From an optimization exercise on the open Yosys and OpenROAD flow, aimed at small area, a short achievable clock period and few clock cycles per item; shortcuts taken in it are not production practice.
Only the layout flow was run in this run; the RTL was not checked for function there.

File: flow/config.mk
export PLATFORM = sky130hd
export DESIGN_NAME = kw_unwrap
export DESIGN_NICKNAME = kw_unwrap
export VERILOG_FILES = /design/flow/design.v
export SDC_FILE = /design/flow/constraint.sdc
export NUM_CORES = 8
export LEC_CHECK = 0
export CAP_MARGIN = 20
export CORE_MARGIN = 2
export CORE_UTILIZATION = 25
export SLEW_MARGIN = 20
export SYNTH_HIERARCHICAL = 1
File: flow/constraint.sdc
create_clock -name core_clock -period 8.0 [get_ports {clk}]
set_input_delay 1.6000 -clock core_clock [delete_from_list [all_inputs] [get_ports {clk}]]
set_output_delay 1.6000 -clock core_clock [all_outputs]
set_load 0.01 [all_outputs]
File: flow/design.v
module gf16_mul (input wire [3:0] a, input wire [3:0] b, output wire [3:0] p);
    assign p[0] = (a[0] & b[0]) ^ (a[1] & b[3]) ^ (a[2] & b[2]) ^ (a[3] & b[1]);
    assign p[1] = (a[0] & b[1]) ^ (a[1] & b[0]) ^ (a[1] & b[3]) ^ (a[2] & b[2]) ^ (a[3] & b[1]) ^ (a[2] & b[3]) ^ (a[3] & b[2]);
    assign p[2] = (a[0] & b[2]) ^ (a[1] & b[1]) ^ (a[2] & b[0]) ^ (a[2] & b[3]) ^ (a[3] & b[2]) ^ (a[3] & b[3]);
    assign p[3] = (a[0] & b[3]) ^ (a[1] & b[2]) ^ (a[2] & b[1]) ^ (a[3] & b[0]) ^ (a[3] & b[3]);
endmodule
module gf16_inv (input wire [3:0] a, output reg [3:0] y);
    always @(*) begin
        case (a)
            4'd0: y = 4'd0;
            4'd1: y = 4'd1;
            4'd2: y = 4'd9;
            4'd3: y = 4'd14;
            4'd4: y = 4'd13;
            4'd5: y = 4'd11;
            4'd6: y = 4'd7;
            4'd7: y = 4'd6;
            4'd8: y = 4'd15;
            4'd9: y = 4'd2;
            4'd10: y = 4'd12;
            4'd11: y = 4'd5;
            4'd12: y = 4'd10;
            4'd13: y = 4'd4;
            4'd14: y = 4'd3;
            4'd15: y = 4'd8;
        endcase
    end
endmodule
module gf256_inv (input wire [7:0] u, output wire [7:0] v);
    wire [3:0] ah = u[7:4], al = u[3:0];
    wire [3:0] m, d, di, sl;
    assign sl[0] = ah[2] ^ al[0] ^ al[2];
    assign sl[1] = ah[1] ^ ah[2] ^ ah[3] ^ al[2];
    assign sl[2] = ah[1] ^ al[1] ^ al[3];
    assign sl[3] = ah[0] ^ ah[2] ^ ah[3] ^ al[3];
    gf16_mul u_m (.a(ah), .b(al), .p(m));
    assign d = m ^ sl;
    gf16_inv u_i (.a(d), .y(di));
    gf16_mul u_h (.a(ah), .b(di), .p(v[7:4]));
    gf16_mul u_l (.a(ah ^ al), .b(di), .p(v[3:0]));
endmodule
module aes_sbox (
    input  wire [7:0] a,
    output wire [7:0] y
);
    wire [7:0] u, v;
    assign u[0] = a[0] ^ a[5] ^ a[7];
    assign u[1] = a[2];
    assign u[2] = a[2] ^ a[3] ^ a[4] ^ a[5] ^ a[6] ^ a[7];
    assign u[3] = a[3] ^ a[4];
    assign u[4] = a[4] ^ a[5] ^ a[6];
    assign u[5] = a[1] ^ a[4] ^ a[6] ^ a[7];
    assign u[6] = a[2] ^ a[3] ^ a[5] ^ a[7];
    assign u[7] = a[5] ^ a[7];
    gf256_inv u_inv (.u(u), .v(v));
    assign y[0] = ~(v[0] ^ v[2] ^ v[6]);
    assign y[1] = ~(v[0] ^ v[1] ^ v[2] ^ v[3] ^ v[4] ^ v[5]);
    assign y[2] = v[0] ^ v[3] ^ v[5] ^ v[6];
    assign y[3] = v[0] ^ v[2] ^ v[5];
    assign y[4] = v[0] ^ v[1] ^ v[3] ^ v[4] ^ v[5];
    assign y[5] = ~(v[1] ^ v[2] ^ v[3] ^ v[5] ^ v[6] ^ v[7]);
    assign y[6] = ~(v[4] ^ v[6] ^ v[7]);
    assign y[7] = v[1] ^ v[2];
endmodule
module aes_inv_sbox (
    input  wire [7:0] a,
    output wire [7:0] y
);
    wire [7:0] u, v;
    assign u[0] = ~(a[1] ^ a[5] ^ a[6]);
    assign u[1] = ~(a[1] ^ a[4] ^ a[7]);
    assign u[2] = ~(a[1] ^ a[4]);
    assign u[3] = a[0] ^ a[1] ^ a[2] ^ a[3] ^ a[5] ^ a[6];
    assign u[4] = a[0] ^ a[1] ^ a[2] ^ a[4] ^ a[5] ^ a[6] ^ a[7];
    assign u[5] = a[3] ^ a[4] ^ a[5] ^ a[6];
    assign u[6] = ~(a[0] ^ a[4] ^ a[5] ^ a[6]);
    assign u[7] = a[1] ^ a[2] ^ a[6] ^ a[7];
    gf256_inv u_inv (.u(u), .v(v));
    assign y[0] = v[0] ^ v[7];
    assign y[1] = v[4] ^ v[5] ^ v[7];
    assign y[2] = v[1];
    assign y[3] = v[1] ^ v[6] ^ v[7];
    assign y[4] = v[1] ^ v[3] ^ v[6] ^ v[7];
    assign y[5] = v[2] ^ v[4] ^ v[6];
    assign y[6] = v[1] ^ v[2] ^ v[3] ^ v[7];
    assign y[7] = v[2] ^ v[4] ^ v[6] ^ v[7];
endmodule
module kw_unwrap (
    input  wire         clk,
    input  wire         rst,       
    input  wire         start,     
    input  wire [127:0] kek,       
    input  wire [191:0] wrapped,   
    output wire         busy,
    output wire         done,      
    output wire         ok,        
    output wire [127:0] key        
);
    localparam [63:0] KW_IV = 64'hA6A6A6A6A6A6A6A6;
    reg         busy_r;
    reg         done_r;
    reg         kexp;     
    reg         first;    
    reg [3:0]   rnd;      
    reg [3:0]   t;        
    reg [127:0] st;       
    reg [63:0]  ro;       
    reg [127:0] rk;       
    reg [127:0] kl;       
    wire accept = start && !busy_r;
    wire last   = !kexp && (rnd == 4'd0);
    assign busy = busy_r;
    assign done = done_r;
    assign ok   = (st[127:64] == KW_IV);
    assign key  = {st[63:0], ro};
    function [7:0] rcon1;
        input [3:0] r;
        case (r)
            4'd0:    rcon1 = 8'h01;
            4'd1:    rcon1 = 8'h02;
            4'd2:    rcon1 = 8'h04;
            4'd3:    rcon1 = 8'h08;
            4'd4:    rcon1 = 8'h10;
            4'd5:    rcon1 = 8'h20;
            4'd6:    rcon1 = 8'h40;
            4'd7:    rcon1 = 8'h80;
            4'd8:    rcon1 = 8'h1b;
            4'd9:    rcon1 = 8'h36;
            default: rcon1 = 8'h00;
        endcase
    endfunction
    function [7:0] xtime;
        input [7:0] b;
        xtime = {b[6:0], 1'b0} ^ (b[7] ? 8'h1b : 8'h00);
    endfunction
    function [7:0] mul9;
        input [7:0] b;
        mul9 = xtime(xtime(xtime(b))) ^ b;
    endfunction
    function [7:0] mul11;
        input [7:0] b;
        mul11 = xtime(xtime(xtime(b))) ^ xtime(b) ^ b;
    endfunction
    function [7:0] mul13;
        input [7:0] b;
        mul13 = xtime(xtime(xtime(b))) ^ xtime(xtime(b)) ^ b;
    endfunction
    function [7:0] mul14;
        input [7:0] b;
        mul14 = xtime(xtime(xtime(b))) ^ xtime(xtime(b)) ^ xtime(b);
    endfunction
    function [31:0] inv_mix_col;
        input [31:0] c;
        reg [7:0] a0, a1, a2, a3;
        begin
            a0 = c[31:24]; a1 = c[23:16]; a2 = c[15:8]; a3 = c[7:0];
            inv_mix_col = {mul14(a0) ^ mul11(a1) ^ mul13(a2) ^ mul9(a3),
                           mul9(a0)  ^ mul14(a1) ^ mul11(a2) ^ mul13(a3),
                           mul13(a0) ^ mul9(a1)  ^ mul14(a2) ^ mul11(a3),
                           mul11(a0) ^ mul13(a1) ^ mul9(a2)  ^ mul14(a3)};
        end
    endfunction
    wire [31:0]  w0 = rk[127:96];
    wire [31:0]  w1 = rk[95:64];
    wire [31:0]  w2 = rk[63:32];
    wire [31:0]  w3 = rk[31:0];
    wire [31:0]  v3 = w3 ^ w2;
    wire [31:0]  v2 = w2 ^ w1;
    wire [31:0]  v1 = w1 ^ w0;
    wire [31:0]  sw_in  = kexp ? w3 : v3;
    wire [31:0]  rot    = {sw_in[23:0], sw_in[31:24]};
    wire [31:0]  sw_out;
    genvar gb;
    generate
        for (gb = 0; gb < 4; gb = gb + 1) begin : g_sbox
            aes_sbox u_sbox (.a(rot[8*gb +: 8]), .y(sw_out[8*gb +: 8]));
        end
    endgenerate
    wire [31:0]  temp = sw_out ^ {rcon1(rnd), 24'h000000};
    wire [31:0]  n0 = w0 ^ temp;
    wire [31:0]  n1 = v1 ^ temp;
    wire [31:0]  n2 = (v2 ^ w0) ^ temp;
    wire [31:0]  n3 = (v3 ^ v1) ^ temp;
    wire [127:0] key_next = {n0, n1, n2, n3};
    wire [127:0] key_prev = {n0, v1, v2, v3};
    wire [127:0] blk = {st[127:64] ^ {60'd0, t}, ro} ^ rk;
    wire [127:0] imc = {inv_mix_col(st[127:96]), inv_mix_col(st[95:64]),
                        inv_mix_col(st[63:32]),  inv_mix_col(st[31:0])};
    wire [127:0] x = first ? blk : imc;
    wire [127:0] isr;
    genvar gc, gr;
    generate
        for (gc = 0; gc < 4; gc = gc + 1) begin : g_col
            for (gr = 0; gr < 4; gr = gr + 1) begin : g_row
                assign isr[127 - 8*(gr + 4*((gc + gr) % 4)) -: 8] =
                       x[127 - 8*(gr + 4*gc) -: 8];
            end
        end
    endgenerate
    wire [127:0] isb;
    generate
        for (gb = 0; gb < 16; gb = gb + 1) begin : g_isbox
            aes_inv_sbox u_isbox (.a(isr[8*gb +: 8]), .y(isb[8*gb +: 8]));
        end
    endgenerate
    wire [127:0] ark = isb ^ key_prev;
    always @(posedge clk) begin
        if (rst) begin
            busy_r <= 1'b0;
            done_r <= 1'b0;
            kexp   <= 1'b0;
            first  <= 1'b0;
        end else begin
            done_r <= 1'b0;
            if (accept) begin
                busy_r <= 1'b1;
                kexp   <= 1'b1;
                first  <= 1'b0;
                rnd    <= 4'd0;
                t      <= 4'd12;
            end else if (busy_r) begin
                if (kexp) begin
                    if (rnd == 4'd9) begin
                        kexp  <= 1'b0;
                        first <= 1'b1;
                    end else begin
                        rnd <= rnd + 4'd1;
                    end
                end else begin
                    first <= (rnd == 4'd0);
                    if (rnd == 4'd0) begin
                        rnd <= 4'd9;
                        t   <= t - 4'd1;
                        if (t == 4'd1) begin
                            busy_r <= 1'b0;
                            done_r <= 1'b1;
                        end
                    end else begin
                        rnd <= rnd - 4'd1;
                    end
                end
            end
        end
    end
    always @(posedge clk) begin
        if (accept)
            rk <= kek;
        else if (kexp)
            rk <= key_next;
        else if (last)
            rk <= kl;
        else
            rk <= key_prev;
    end
    always @(posedge clk) begin
        if (kexp)
            kl <= key_next;
    end
    always @(posedge clk) begin
        if (accept) begin
            st <= wrapped[191:64];
            ro <= wrapped[63:0];
        end else if (busy_r && !kexp) begin
            st <= ark;
            if (first) ro <= st[63:0];
        end
    end
endmodule
File: flow/run.sh
#!/bin/bash
# synth_recipe.tcl (not shown) runs the flow's synth.tcl, then flattens the netlist and writes it again
# the make line also repeats each setting of config.mk as NAME=value (left out here)
make -C /OpenROAD-flow-scripts/flow DESIGN_CONFIG=/design/flow/config.mk WORK_HOME=/design/flow/orfs CLKGATE_MAP_FILE= SYNTH_SCRIPT=/design/flow/synth_recipe.tcl finish
==> Flow_metrics.wiki <==
{| class="wikitable"
! Metric !! Value
|-
| Fillers || approximately 25000
|-
| Number of buffers inserted during clock tree synthesis || 60
|-
| Wire length of the first global-routing pass || roughly 350 mm
|-
| Total count of max-transition violations in the final report || 0
|-
| Final estimated routing congestion in global placement || roughly 0.96
|-
| Highest attainable clock frequency || approximately 130 MHz
|-
| Post-route fraction of the period consumed by the critical path || a little over nine tenths
|-
| Mean area per synthesized cell || 8.746 um2
|-
| Synthesis-to-finish area growth || 22.17%
|-
| Number of global-route vias before repair || ~49000
|-
| Top-area cell type share of the netlist area || between 20% and 30%
|-
| FF+latch area || around 13000 um2
|-
| Startpoint kind of the worst setup timing path || flip-flop
|-
| Drt initial violations || 3634
|-
| Transition at the pin with the smallest max-transition slack || ~1300 ps
|-
| All-layer global routing usage || between 10% and 20%
|-
| Post-detailed-placement cell area || a little over 70000 um2
|-
| Family of cells with the greatest summed delay on the critical path || XOR/XNOR gates
|-
| Total clock sinks || around 470
|-
| Largest stage delay on the critical path || between 700 and 800 ps
|-
| Vias per inst || ~4.6
|-
| Routed wire length per instance || 22.87 um
|-
| Final ANT Viol Nets || 0
|-
| Critical path data arrival time || around 8100 ps
|-
| Mapped Nets || 7434
|-
| Number of cells produced by synthesis || about 7000
|-
| Ranking of synthesized cells by area || sky130_fd_sc_hd__xnor2_1 (25%), sky130_fd_sc_hd__edfxtp_1 (16%), sky130_fd_sc_hd__xor2_1 (14%)
|-
| Final-report setup violation count || 0
|-
| Clock transition at the registers of the reported paths || ~70 ps
|-
| Via count || 49647
|-
| Buffers & Inverters on Critical Path || 4
|-
| Final design area excluding fillers || approximately 74000 um2
|-
| Worst clock skew || around 44 ps
|-
| Hold-fix buffer count after cts || 0
|-
| Input/output buffers || about 450
|-
| Effective utilization at floorplan || about a quarter
|-
| Floorplan die width || 497.1 um
|-
| Count of unresolved DRC violations after routing || 0
|-
| Endpoint required time on the critical path || 8410 ps
|-
| Placed wire-length estimate || a little over 200 mm
|-
| Async set or reset register ratio after synthesis || 0%
|-
| Final critical-path required period || around 7700 ps
|-
| Post-synth cell types || 66
|-
| Maximum fanout encountered on the critical timing path || 14
|-
| Floorplan die height || 497.1 um
|-
| Crit-path slowest cell || sky130_fd_sc_hd__xnor3_1
|-
| Max-slew headroom at the worst pin || 14.80%
|-
| Pin count of the biggest net entering global routing || ~130
|-
| TritonCTS clock tree || built
|-
| Initial antenna violation count || 19
|-
| WL final || around 250 mm
|-
| Prevailing post-synth register cell || sky130_fd_sc_hd__edfxtp_1
|-
| Area of the placeable core || ~240000 um2
|-
| Hold WC Path Type || reg -> reg
|-
| Kind of critical path || reg -> reg
|-
| Number of enable flip-flop cells after synthesis || around 330
|-
| Root Driver || sky130_fd_sc_hd__clkbuf_16
|-
| Critical path capture point type || flip-flop
|-
| Area used by multi-input combinational logic || 45940 um2
|-
| Area of the die || 247100 um2
|-
| Number of levels the H-tree was split into || 2
|-
| Area leader, netlist || sky130_fd_sc_hd__xnor2_1
|-
| Synth warn || 8
|-
| Maximum root-to-sink buffer count || 3
|-
| Number of nets in the final layout || roughly 8100
|-
| # IOs || around 450
|-
| Proportion of synthesized chip area in sequential cells || a little over a fifth
|-
| Run status || finished clean
|-
| Most frequently used cell type in the post-synthesis netlist || sky130_fd_sc_hd__xnor2_1
|-
| List of most frequent post-synthesis cells || sky130_fd_sc_hd__xnor2_1 (1743), sky130_fd_sc_hd__nand2_1 (1252), sky130_fd_sc_hd__xor2_1 (973), sky130_fd_sc_hd__nor2_1 (394), sky130_fd_sc_hd__a21oi_1 (384)
|-
| Layout cells sized above 1 || between 10% and 20%
|-
| RSZ-0062 raised after global routing || true
|-
| Final Hold Fails || 0
|-
| Number of maximum-capacitance violations || 0
|-
| Cell type with the highest occurrence count on the critical path || sky130_fd_sc_hd__xnor2_1
|-
| Cell area after synthesis || 60780 um2
|-
| Detailed Routing Iterations Pass 1 || 6
|-
| Clk Latency, worst-skew pair || just over 700 ps
|-
| Total overflow reported by the global router || 0
|-
| FP Rows || roughly 180
|-
| Synthesis-stage register bit count || 468
|}
stage by stage:
step                setup slack (ps)  cells  utilization, %  hold slack (ps)  setup TNS [ps]
global placement              -217.7  10682           29.25            506.6           -1544
detailed placement            -334.8  10682           29.25            518.1           -2826
floorplan                      251.0   6950               -            489.3               0
CTS                            8.457  10804           30.15            530.5               0
finish                         305.3  10862           30.62            525.1               0
global route                  -35.60  10861           30.62            565.2          -35.60
sequential cells by signal (all words and copies together) (netlist names), 4 cells and up:
name,cells
ro,64
st,128
rnd,4
rcon1$func$/design/flow/design.v:179$5470.$result,8
kl,128
rk,128
t,4
logic make-up (layout without fill, tap and decap cells):
logic type / after synthesis / in the layout / share of synthesized area [%]
adders and majority gates: 161 / 161 / 3.314
muxes: 184 / 184 / 3.460
buffers and inverters: 571 / 1279 / 4.920
AOI/OAI and AO/OA: 735 / 735 / 6.816
and+or+nand+nor: 1885 / 1885 / 13.09
other: 0 / 2 / 0
xor gates and xnor gates: 2946 / 2946 / 47.58
DFF: 468 / 468 / 20.82
cells in the final DEF (no fill, tap or decap), drive strengths merged, types with 155 or more instances in the layout:
cell / Yosys / final
nand2: 1252 / 1252
buf: 225 / 595
xor2: 986 / 986
o21ai: 185 / 185
ha: 161 / 161
nor2: 394 / 394
xnor3: 163 / 163
edfxtp: 328 / 328
xnor2: 1766 / 1766
clkdlybuf4s50: 0 / 453
mux2i: 155 / 155
a21oi: 385 / 385
path summary, 6_finish.rpt:
check / startpoint / end / slack, ps / cells past startpoint
max: st[71] / st[92] / 310 / 29
min: kl[121] / rk[121] / 530 / 2
max reg2reg: st[71] / st[92] / 310 / 29
min reg2reg: kl[121] / rk[121] / 530 / 2
tightest hold or removal path: stages, from the launching register on:
cell and delay, ps:
sky130_fd_sc_hd__edfxtp_1 320, sky130_fd_sc_hd__a21oi_1 50, sky130_fd_sc_hd__o21ai_0 120
Yosys stat by module (local to each module, per instance):
module,flops+latches,cell area (um2),cells
kw_unwrap,468,33670,3570
gf16_mul,0,232.7,35
aes_inv_sbox,0,307.8,24
gf16_inv,0,221.5,28
gf256_inv,0,132.6,12
aes_sbox,0,286.5,24
timing repair:
action / 4_1_cts / 5_1_grt
endpoints found under the hold margin: 0 / 0
setup endpoints to repair: 31 / 132
cloned: 0 / 0
setup buffers: 8 / 54
pin swaps: 0 / 6
resized for setup: 15 / 99
layer usage:
| layer | global-route usage (%) | routed length [um] | part of all wire (%) |
|---|---|---|---|
| met3 | 2.521 | 14460 | 5.8 |
| met2 | 31.57 | 113900 | 46 |
| met5 | 0 | 48 | 0.019 |
| met4 | 10.32 | 15500 | 6.2 |
| met1 | 24.57 | 104500 | 42 |
area by class of cell:
cell class | instances | share of cell area [%]
tap | 3202 | 5.395
multi-input combinational | 5911 | 61.86
clock inverter | 29 | 0.4178
sequential | 468 | 17.05
clock buffer | 85 | 2.300
timing repair buffer | 1048 | 12.38
inverter | 117 | 0.5914
antenna | 2 | 0.006739

[re-timing with driven ports]
In the flow no input, the clock included, has a driving cell. The finished layout below was timed again as built, in two steps.
Step 1, drivers: a clkbuf_16 drives clk and a buf_2 each remaining input, both assumed.
Step 2, shift: input delay + t, output delay - t, t = (earliest + latest rising clock arrival at the registers) / 2. This alone moves slack from input paths to output paths.
a / b / c = ideal / step 1 / step 2; a / b = the first two.
shift t [ns]: 0.771
setup slack, ns: 0.305 / 0.305 / 0.305
worst setup path at the end: register to register
worst data-port slew with drivers (ns): 0.19
After both steps this run still meets setup and hold. The setup slack of this run moves by 0.000 ns with the drivers and by 0.000 ns with both steps.
